Background: an optimization exercise with open tools, aiming at small area, a short achievable clock period and few clock cycles per item. Do not read the settings as production practice.
For this run, only the layout was checked, not whether the RTL still works.

==> run.sh <==
#!/bin/bash
# synth_recipe.tcl (not shown) runs the flow's synth.tcl, then flattens the netlist and writes it again
# the make line also repeats each setting of config.mk as NAME=value (left out here)
make -C /OpenROAD-flow-scripts/flow DESIGN_CONFIG=/design/flow/config.mk WORK_HOME=/design/flow/orfs CLKGATE_MAP_FILE= SYNTH_SCRIPT=/design/flow/synth_recipe.tcl finish
==> design.v <==
module cmp_coder (
    input  wire        clk,
    input  wire        rst,         
    input  wire [1:0]  cfg_fmt,     
    input  wire [1:0]  cfg_type,    
    input  wire        cfg_pred,    
    input  wire [2:0]  cfg_e,       
    input  wire        in_valid,
    output wire        in_ready,
    input  wire [15:0] in_pix,
    input  wire        in_last,
    output reg         out_valid,
    input  wire        out_ready,
    output reg  [31:0] out_data,
    output reg         out_last,
    output wire [15:0] res_len,     
    output wire [15:0] res_npix,    
    output wire [31:0] res_crc      
);
    localparam [31:0] CRC_POLY = 32'h82F6_3B78;    
    localparam integer SPLIT = 7;                  
    reg        run;          
    reg        wait_blk;     
    reg        first_exp;    
    assign in_ready = run & ~wait_blk;
    wire accept = in_valid & in_ready;
    reg [1:0] fmt_r;
    reg [1:0] type_r;
    reg       pred_r;
    reg [2:0] e_r;
    wire        is_raw = (type_r == 2'd1);
    wire        is_bnd = (type_r == 2'd3);
    wire [4:0]  b      = (fmt_r == 2'd0) ? 5'd10 : (fmt_r == 2'd1) ? 5'd12 : 5'd16;
    wire [15:0] maxv   = (fmt_r == 2'd0) ? 16'h03FF : (fmt_r == 2'd1) ? 16'h0FFF : 16'hFFFF;
    wire [15:0] half   = (fmt_r == 2'd0) ? 16'h0200 : (fmt_r == 2'd1) ? 16'h0800 : 16'h8000;
    wire [2:0]  ee     = is_bnd ? e_r : 3'd0;           
    wire [3:0]  w      = {ee, 1'b1};                    
    reg        s0_v, s0_last, s0_first;
    reg [15:0] s0_pix;
    always @(posedge clk) begin
        if (rst) begin
            s0_v      <= 1'b0;
            first_exp <= 1'b1;
        end else if (run) begin
            s0_v     <= accept;
            s0_pix   <= in_pix;
            s0_last  <= in_last;
            s0_first <= first_exp;
            if (accept) first_exp <= in_last;
        end
        if (accept && first_exp) begin
            fmt_r  <= cfg_fmt;
            type_r <= cfg_type;
            pred_r <= cfg_pred;
            e_r    <= cfg_e;
        end
    end
    reg [15:0] x1, x2;        
    reg [1:0]  pos;           
    wire [15:0] x = s0_pix & maxv;
    wire        i1 = !s0_first && (pos == 2'd1);
    wire [15:0] xp = s0_first ? half : (pred_r && !i1) ? x2 : x1;
    wire [1:0]  asel = s0_first ? 2'd0 : (pred_r && !i1) ? 2'd2 : 2'd1;
    wire [16:0] dpos = {1'b0, x} - {1'b0, xp};
    wire [16:0] dneg = {1'b0, xp} - {1'b0, x};
    reg         sgn;
    reg  [15:0] mag;
    always @(*) begin
        if (is_bnd) begin
            sgn = dpos[16];
            mag = dpos[16] ? dneg[15:0] : dpos[15:0];
        end else begin
            sgn = dpos[b - 5'd1];
            mag = (dpos[b - 5'd1] ? dneg[15:0] : dpos[15:0]) & maxv;
        end
    end
    function [4:0] dstep;    
        input [3:0] r;
        input       bit_in;
        input [3:0] wd;
        reg [4:0] t;
        begin
            t = {r, bit_in};
            if (t >= {1'b0, wd}) dstep = {1'b1, t[3:0] - wd};
            else                 dstep = {1'b0, t[3:0]};
        end
    endfunction
    reg [3:0]  r1;
    reg [15:0] q1;
    integer i;
    always @(*) begin
        r1 = 4'd0;
        q1 = 16'd0;
        for (i = 15; i >= SPLIT; i = i - 1) begin
            {q1[i], r1} = dstep(r1, mag[i], w);
        end
    end
    reg        s1_v, s1_last, s1_first, s1_sgn;
    reg [1:0]  s1_asel;
    reg [15:0] s1_x;
    reg [3:0]  s1_r;
    reg [15:0] s1_q;          
    always @(posedge clk) begin
        if (rst) begin
            s1_v <= 1'b0;
        end else if (run) begin
            s1_v     <= s0_v;
            s1_last  <= s0_last;
            s1_first <= s0_first;
            s1_sgn   <= sgn;
            s1_asel  <= asel;
            s1_x     <= x;
            s1_r     <= r1;
            s1_q     <= {q1[15:SPLIT], mag[SPLIT-1:0]};
            if (s0_v) begin
                x2  <= x1;
                x1  <= x;
                pos <= s0_first ? 2'd1 : (pos == 2'd2) ? 2'd2 : pos + 2'd1;
            end
        end
    end
    reg [3:0]  r2;
    reg [15:0] q2;
    always @(*) begin
        r2 = s1_r;
        q2 = s1_q;
        for (i = SPLIT - 1; i >= 0; i = i - 1) begin
            {q2[i], r2} = dstep(r2, s1_q[i], w);
        end
    end
    reg        s2_v, s2_last, s2_first, s2_sgn;
    reg [1:0]  s2_asel;
    reg [15:0] s2_x;
    reg [3:0]  s2_r;
    reg [15:0] s2_q;
    always @(posedge clk) begin
        if (rst) begin
            s2_v <= 1'b0;
        end else if (run) begin
            s2_v     <= s1_v;
            s2_last  <= s1_last;
            s2_first <= s1_first;
            s2_sgn   <= s1_sgn;
            s2_asel  <= s1_asel;
            s2_x     <= s1_x;
            s2_r     <= r2;
            s2_q     <= q2;
        end
    end
    reg signed [3:0] adj1, adj2;    
    reg [1:0]  ctx;                 
    reg [21:0] a_r [0:3];
    reg [5:0]  n_r [0:3];
    reg [31:0] crc;                 
    reg [2:0]  cbits;               
    reg [13:0] npix;
    wire signed [3:0] adjp = (s2_asel == 2'd0) ? 4'sd0 : (s2_asel == 2'd1) ? adj1 : adj2;
    wire signed [5:0] tt   = $signed({2'b00, s2_r}) + (s2_sgn ? -{{2{adjp[3]}}, adjp} : {{2{adjp[3]}}, adjp});
    wire        corr = (tt > $signed({3'b000, ee}));
    wire signed [5:0] sp   = corr ? tt - $signed({2'b00, w}) : tt;    
    wire signed [5:0] s    = s2_sgn ? -sp : sp;                       
    wire signed [17:0] hu  = $signed({2'b00, s2_x}) - {{12{s[5]}}, s};
    wire        lo = hu < 0;
    wire        hi = hu > $signed({2'b00, maxv});
    wire [15:0] h  = lo ? 16'd0 : hi ? maxv : hu[15:0];
    wire signed [3:0] adjn = lo ? $signed(s2_x[3:0]) : hi ? $signed(s2_x[3:0] - maxv[3:0]) : s[3:0];
    wire [15:0] emag = s2_q + {15'd0, corr};
    wire        eneg = s2_sgn && (emag != 16'd0);
    wire [15:0] m    = {emag[14:0], 1'b0} - {15'd0, eneg};
    wire [21:0] a_c = a_r[ctx];
    wire [5:0]  n_c = n_r[ctx];
    reg  [4:0]  k;
    integer kk;
    always @(*) begin
        k = 5'd16;
        for (kk = 16; kk >= 0; kk = kk - 1)
            if (({16'd0, n_c} << kk) >= {6'd0, a_c})
                k = kk[4:0];
    end
    wire [15:0] qv  = m >> k;
    wire        esc = (qv >= 16'd24);
    reg  [16:0] vv;             
    reg  [4:0]  uu;             
    reg  [5:0]  clen;
    always @(*) begin
        if (is_raw) begin
            vv   = {1'b0, s2_x};
            uu   = 5'd0;
            clen = {1'b0, b};
        end else if (esc) begin
            vv   = {1'b0, m};
            uu   = 5'd24;
            clen = 6'd24 + {1'b0, b};
        end else begin
            vv   = {(m & ~(16'hFFFF << k)), 1'b0};
            uu   = qv[4:0];
            clen = {1'b0, qv[4:0]} + 6'd1 + {1'b0, k};
        end
    end
    function [31:0] zsh;
        input [31:0] c;
        input integer n;
        integer j;
        reg [31:0] cc;
        begin
            cc = c;
            for (j = 0; j < n; j = j + 1)
                cc = cc[0] ? ((cc >> 1) ^ CRC_POLY) : (cc >> 1);
            zsh = cc;
        end
    endfunction
    wire [31:0] crc_in = s2_first ? 32'd0 : crc;
    wire [2:0]  cb_in  = s2_first ? 3'd0 : cbits;
    wire [2:0]  cb_new = cb_in + b[2:0];
    wire [31:0] u10 = zsh(crc_in ^ {16'd0, h}, 10);
    wire [31:0] u12 = zsh(u10, 2);
    wire [31:0] u14 = zsh(u12, 2);
    wire [31:0] u16 = zsh(u14, 2);
    wire [31:0] o32 = 32'hFFFF_FFFF;
    wire [4:0]  nsh = s2_last ? (b + {2'b00, 3'd0 - cb_new}) : b;
    reg  [31:0] crc_new;
    always @(*) begin
        case (nsh)
            5'd10:   crc_new = u10 ^ zsh(o32, 10) ^ o32;
            5'd12:   crc_new = u12 ^ zsh(o32, 12) ^ o32;
            5'd14:   crc_new = u14 ^ zsh(o32, 14) ^ o32;
            default: crc_new = u16 ^ zsh(o32, 16) ^ o32;
        endcase
    end
    reg        s3_v, s3_last, s3_first;
    reg [16:0] s3_vv;
    reg [4:0]  s3_uu;
    reg [5:0]  s3_clen;
    integer j3;
    always @(posedge clk) begin
        if (rst) begin
            s3_v <= 1'b0;
            ctx  <= 2'd0;
            adj1 <= 4'sd0;
            adj2 <= 4'sd0;
            for (j3 = 0; j3 < 4; j3 = j3 + 1) begin
                a_r[j3] <= 22'd4;
                n_r[j3] <= 6'd1;
            end
        end else if (run) begin
            s3_v     <= s2_v;
            s3_last  <= s2_last;
            s3_first <= s2_first;
            s3_vv    <= vv;
            s3_uu    <= uu;
            s3_clen  <= clen;
            if (s2_v) begin
                crc   <= crc_new;
                cbits <= cb_new;
                npix  <= s2_first ? 14'd1 : npix + 14'd1;
                adj2  <= adj1;
                adj1  <= is_bnd ? adjn : 4'sd0;
                ctx   <= (m == 16'd0) ? 2'd0 : (m <= 16'd2) ? 2'd1 : (m <= 16'd14) ? 2'd2 : 2'd3;
                if (!is_raw) begin
                    if (n_c == 6'd63) begin
                        a_r[ctx] <= (a_c + {6'd0, m}) >> 1;
                        n_r[ctx] <= 6'd32;
                    end else begin
                        a_r[ctx] <= a_c + {6'd0, m};
                        n_r[ctx] <= n_c + 6'd1;
                    end
                end
                if (s2_last) begin
                    ctx <= 2'd0;
                    for (j3 = 0; j3 < 4; j3 = j3 + 1) begin
                        a_r[j3] <= 22'd4;
                        n_r[j3] <= 6'd1;
                    end
                end
            end
        end
    end
    assign res_crc  = crc;
    assign res_npix = {2'b00, npix};
    reg [71:0] acc;           
    reg [6:0]  nbits;
    reg [15:0] nbytes;        
    reg        flushing;      
    wire        ins  = run && s3_v;
    wire [6:0]  sh   = nbits + {2'b00, s3_uu};
    wire [87:0] ones = (~({88{1'b1}} << sh)) & ({88{1'b1}} << nbits);
    wire [87:0] vpl  = {71'd0, s3_vv} << sh;
    wire [87:0] accI = ins ? ({16'd0, acc} | ones | vpl) : {16'd0, acc};
    wire [6:0]  nbI  = nbits + (ins ? {1'b0, s3_clen} : 7'd0);
    wire slot_free = !out_valid || out_ready;
    wire want      = flushing ? (nbits != 7'd0) : (nbits >= 7'd32);
    wire take      = want && slot_free;
    wire take_last = flushing && (nbits <= 7'd32);
    wire [71:0] acc_n = take ? accI[87:32] : accI[71:0];
    wire [6:0]  nb_n  = take ? (take_last ? 7'd0 : nbI - 7'd32) : nbI;
    wire        ov_n  = take || (out_valid && !out_ready);
    wire [6:0]  lsum  = {4'd0, nbits[2:0]} + {1'b0, s3_clen} + (s3_last ? 7'd7 : 7'd0);
    assign res_len = nbytes;
    always @(posedge clk) begin
        if (rst) begin
            acc       <= 72'd0;
            nbits     <= 7'd0;
            flushing  <= 1'b0;
            out_valid <= 1'b0;
            run       <= 1'b1;
            wait_blk  <= 1'b0;
        end else begin
            acc       <= acc_n;
            nbits     <= nb_n;
            out_valid <= ov_n;
            run       <= (nb_n <= 7'd32) || ((nb_n <= 7'd48) && !ov_n);
            if (take) begin
                out_data <= acc[31:0];
                out_last <= take_last;
            end
            if (ins) begin
                nbytes <= (s3_first ? 16'd0 : nbytes) + {12'd0, lsum[6:3]};
                if (s3_last) flushing <= 1'b1;
            end
            if (take && take_last) flushing <= 1'b0;
            if (accept && in_last) wait_blk <= 1'b1;
            else if (out_valid && out_ready && out_last) wait_blk <= 1'b0;
        end
    end
endmodule
==> config.mk <==
export PLATFORM = sky130hd
export DESIGN_NAME = cmp_coder
export DESIGN_NICKNAME = cmp_coder
export VERILOG_FILES = /design/flow/design.v
export SDC_FILE = /design/flow/constraint.sdc
export NUM_CORES = 4
export LEC_CHECK = 0
export CAP_MARGIN = 20
export CORE_MARGIN = 2
export CORE_UTILIZATION = 40
export SLEW_MARGIN = 20
==> constraint.sdc <==
create_clock -name core_clock -period 55.0 [get_ports {clk}]
set_input_delay 11.0000 -clock core_clock [delete_from_list [all_inputs] [get_ports {clk}]]
set_output_delay 11.0000 -clock core_clock [all_outputs]
set_load 0.01 [all_outputs]
==> impl_metrics.json <==
{
  "status": "complete, no violations",
  "post_cts_buffers": 0,
  "cp_top_family": "compound AO/OA/AOI/OAI gates",
  "slew_headroom_pct": 20.04,
  "num_io_pins": 128,
  "grt_max_degree": 74,
  "post_cts_resize_count": 0,
  "hold_viol_final": 0,
  "cts_tree": "yes",
  "cp-start-kind": "flop",
  "syn_area_per_cell_um2": 9.583,
  "final_cell_mix": "nor2_1, edfxtp_1, nand2_1, a21oi_1, ha_1",
  "worstHoldPathType": "flop to flop",
  "wl_per_cell_um": 21.01,
  "maxCapViolations": 0,
  "insertion_delay_ns": 0.66,
  "core_mm2": 0.09166,
  "place_congestion": 0.9676,
  "antenna_found_initial": 0,
  "dieWidth_um": 308.2,
  "multi_input_area_mm2": 0.02226,
  "place_ws_ns": 34.20,
  "cts_root_buffer": "clkbuf_16",
  "io_buffers": 125,
  "area_growth_pct": 12.03,
  "worstPathArrival_ns": 21.39,
  "reg2reg_from": "fmt_r[1]",
  "vias": 30060,
  "final_max_slew_viol_count": 0,
  "synth_top_cell_by_area": "edfxtp_1",
  "clk_pin_slew_ns": 0.06,
  "hp-start": "s1_q[8]",
  "yosysWarnings": 1,
  "numCtsBuffers": 56,
  "cp_slowest_cell": "edfxtp_1",
  "layout-drive-gt1-share_pct": 8.220,
  "cp_common_cell": "ha_1",
  "final_common_cell": "nor2_1",
  "setup_viol_count_final": 0,
  "hold_buffers": 0,
  "htree_levels": 2,
  "synth_top_area_share_pct": 30.99,
  "rows": 111,
  "instances_no_fill": 5165,
  "tns_ns": 0,
  "path_buf_inv": 11,
  "die_y_um": 308.2,
  "ant_nets": 0,
  "fmax_mhz": 47.57,
  "synth-seq-cells": 482,
  "drc": 0,
  "rsz0062_at_grt": "false",
  "drt_iter0_markers": 2797,
  "nFillCells": 8804,
  "ys_types": 104,
  "hpwl_um": 77920,
  "clockBufferDepth": 3,
  "critical-path-max-stage-delay_ns": 0.81,
  "syn-cell-area_mm2": 0.03701,
  "layout_setup_ws_ns": 33.98,
  "first_pass_iters": 6,
  "grt_pass1_vias": 29320,
  "grt-ovfl-total": 0,
  "synthTopCellsByArea": "edfxtp_1, ha_1, xnor2_1",
  "setup.worst_path.start": "fmt_r[1]",
  "worst_pin_slew_ns": 1.195,
  "async_flop_share_pct": 0,
  "cts_sinks": 482,
  "dieArea_mm2": 0.09497,
  "area.sequential_mm2": 0.01347,
  "grt_pass1_wl_um": 170100,
  "synth_cells": 3862,
  "start_util_pct": 40.38,
  "finClkSkew_ns": 0.04648,
  "post-place-cells": 5058,
  "end_kind": "flop",
  "grt_util_all_layers_pct": 22.60,
  "synth-edff-count": 382,
  "avgViaCountPerCell": 5.819,
  "cp.required_ns": 55.37,
  "whs_ns": 0.4141,
  "nets": 4262,
  "period_share_pct": 38.22,
  "path_max_fanout": 17,
  "synth_seq_area_share_pct": 36.40,
  "synthFlopType": "edfxtp_1",
  "wirelength_um": 108500,
  "post-route-min-period_ns": 21.02,
  "critical_path_class": "flop to flop"
}
[sequential cells by signal (all words and copies together) (netlist names), 5 cells and up, named ones only]
name / flops
s1_q: 16
crc: 32
s3_clen: 6
n_r: 24
s1_x: 16
s3_uu: 5
out_data: 32
s3_vv: 17
x1: 16
x2: 16
nbytes: 16
acc: 72
s0_pix: 16
s2_x: 16
nbits: 7
a_r: 88
s2_q: 16
npix: 14
[layer usage]
metal  vias to the layer above  track usage, %  routed length, um
met5                         -               0                  0
met4                         0           6.773               3026
met3                       214           2.968               7260
met2                      1150           36.37              49220
met1                     14350           31.62              49020
li1                      14350               -                  -
[kinds of logic (layout without fill, tap and decap cells)]
group / Yosys count / in the layout / share of synthesized area [%]
AND/OR/NAND/NOR: 1164 / 1164 / 14.54
XOR/XNOR: 365 / 365 / 10.23
other: 1 / 3 / 0.01013
flip-flops: 482 / 482 / 36.40
buffers and inverters: 351 / 466 / 3.695
multiplexers: 169 / 169 / 5.656
AO/OA/AOI/OAI: 1026 / 1026 / 18.62
adder cells (fa/ha/maj): 304 / 304 / 10.84
[final timing paths]
kind | end | slack [ns] | depth (start not counted)
max | s1_r[3] | 33.98 | 88
min | s2_q[8] | 0.41 | 0
max reg2reg | s1_r[3] | 33.98 | 88
min reg2reg | s2_q[8] | 0.41 | 0
[final cells by class]
cell class                      instances  share of cell area [%]
Tap cell                             1186                   3.579
Antenna cell                            1                0.006036
Inverter                              174                   1.575
Clock buffer                           63                   3.492
Timing Repair Buffer                  186                   4.110
Sequential cell                       482                   32.50
Multi-Input combinational cell       3030                   53.69
Clock inverter                         43                   1.047
[worst register-to-register path: cells and delay by family (launching register included)]
| family | cells | cell delay (ns) |
|---|---|---|
| mux | 6 | 1.89 |
| flops | 1 | 0.81 |
| fa+ha+maj | 14 | 4.06 |
| xor+xnor | 6 | 1.89 |
| compound gates | 32 | 7.22 |
| buf+inv | 11 | 1.41 |
| simple gates | 19 | 3.55 |
[synth_stat cells (17+ instances only)]
cell type  instances
xnor2_1          232
and2_1            31
nor4_1            21
dfxtp_1          100
fa_1              28
mux4_2            28
or2_2             32
a22oi_1           26
nor2_1           425
inv_1            171
o211ai_1          30
ha_1             275
a21o_1            91
o21ai_0          175
a31oi_1           39
nand2b_1          50
nor3_1            77
o21bai_1          33
buf_1             17
o22ai_1           42
clkbuf_1         143
a21oi_1          279
o21a_1            22
nand2_1          294
nand3_1           77
xor2_1            89
mux2i_1          109
edfxtp_1         382
mux2_2            31
a2111oi_0         19
a221oi_1          35
or3_1             26
a211oi_1          57
and3_1            28
nor2b_1           50
[stage by stage]
step / cell area (um^2) / util [%]
floorplan: 37010 / -
global placement: 39570 / 43.17
detailed placement: 39570 / 43.17
CTS: 41450 / 45.22
global route: 41460 / 45.23
finish: 41460 / 45.23

-- what the ideal ports hide --
No port has a modelled driver above. Below, the same layout with a new extraction and two added sets of constraints. Step 1: set_driving_cell puts a clkbuf_16 on clk and a buf_2 on each other input, an assumption about the parent block. Step 2 also shifts input and output timing later by t, the mid clock arrival at the registers, as if the neighbouring blocks saw the same clock. Three values: ideal ports, drivers, drivers and shift; two values: the first two.
t, ns: 0.707
setup WS [ns]: 33.979 / 33.979 / 33.979
worst data-port slew with drivers (ns): 0.05
After both steps setup and hold are still met in this run. The setup slack of this run moves by 0.000 ns with the drivers and by 0.000 ns with both steps.
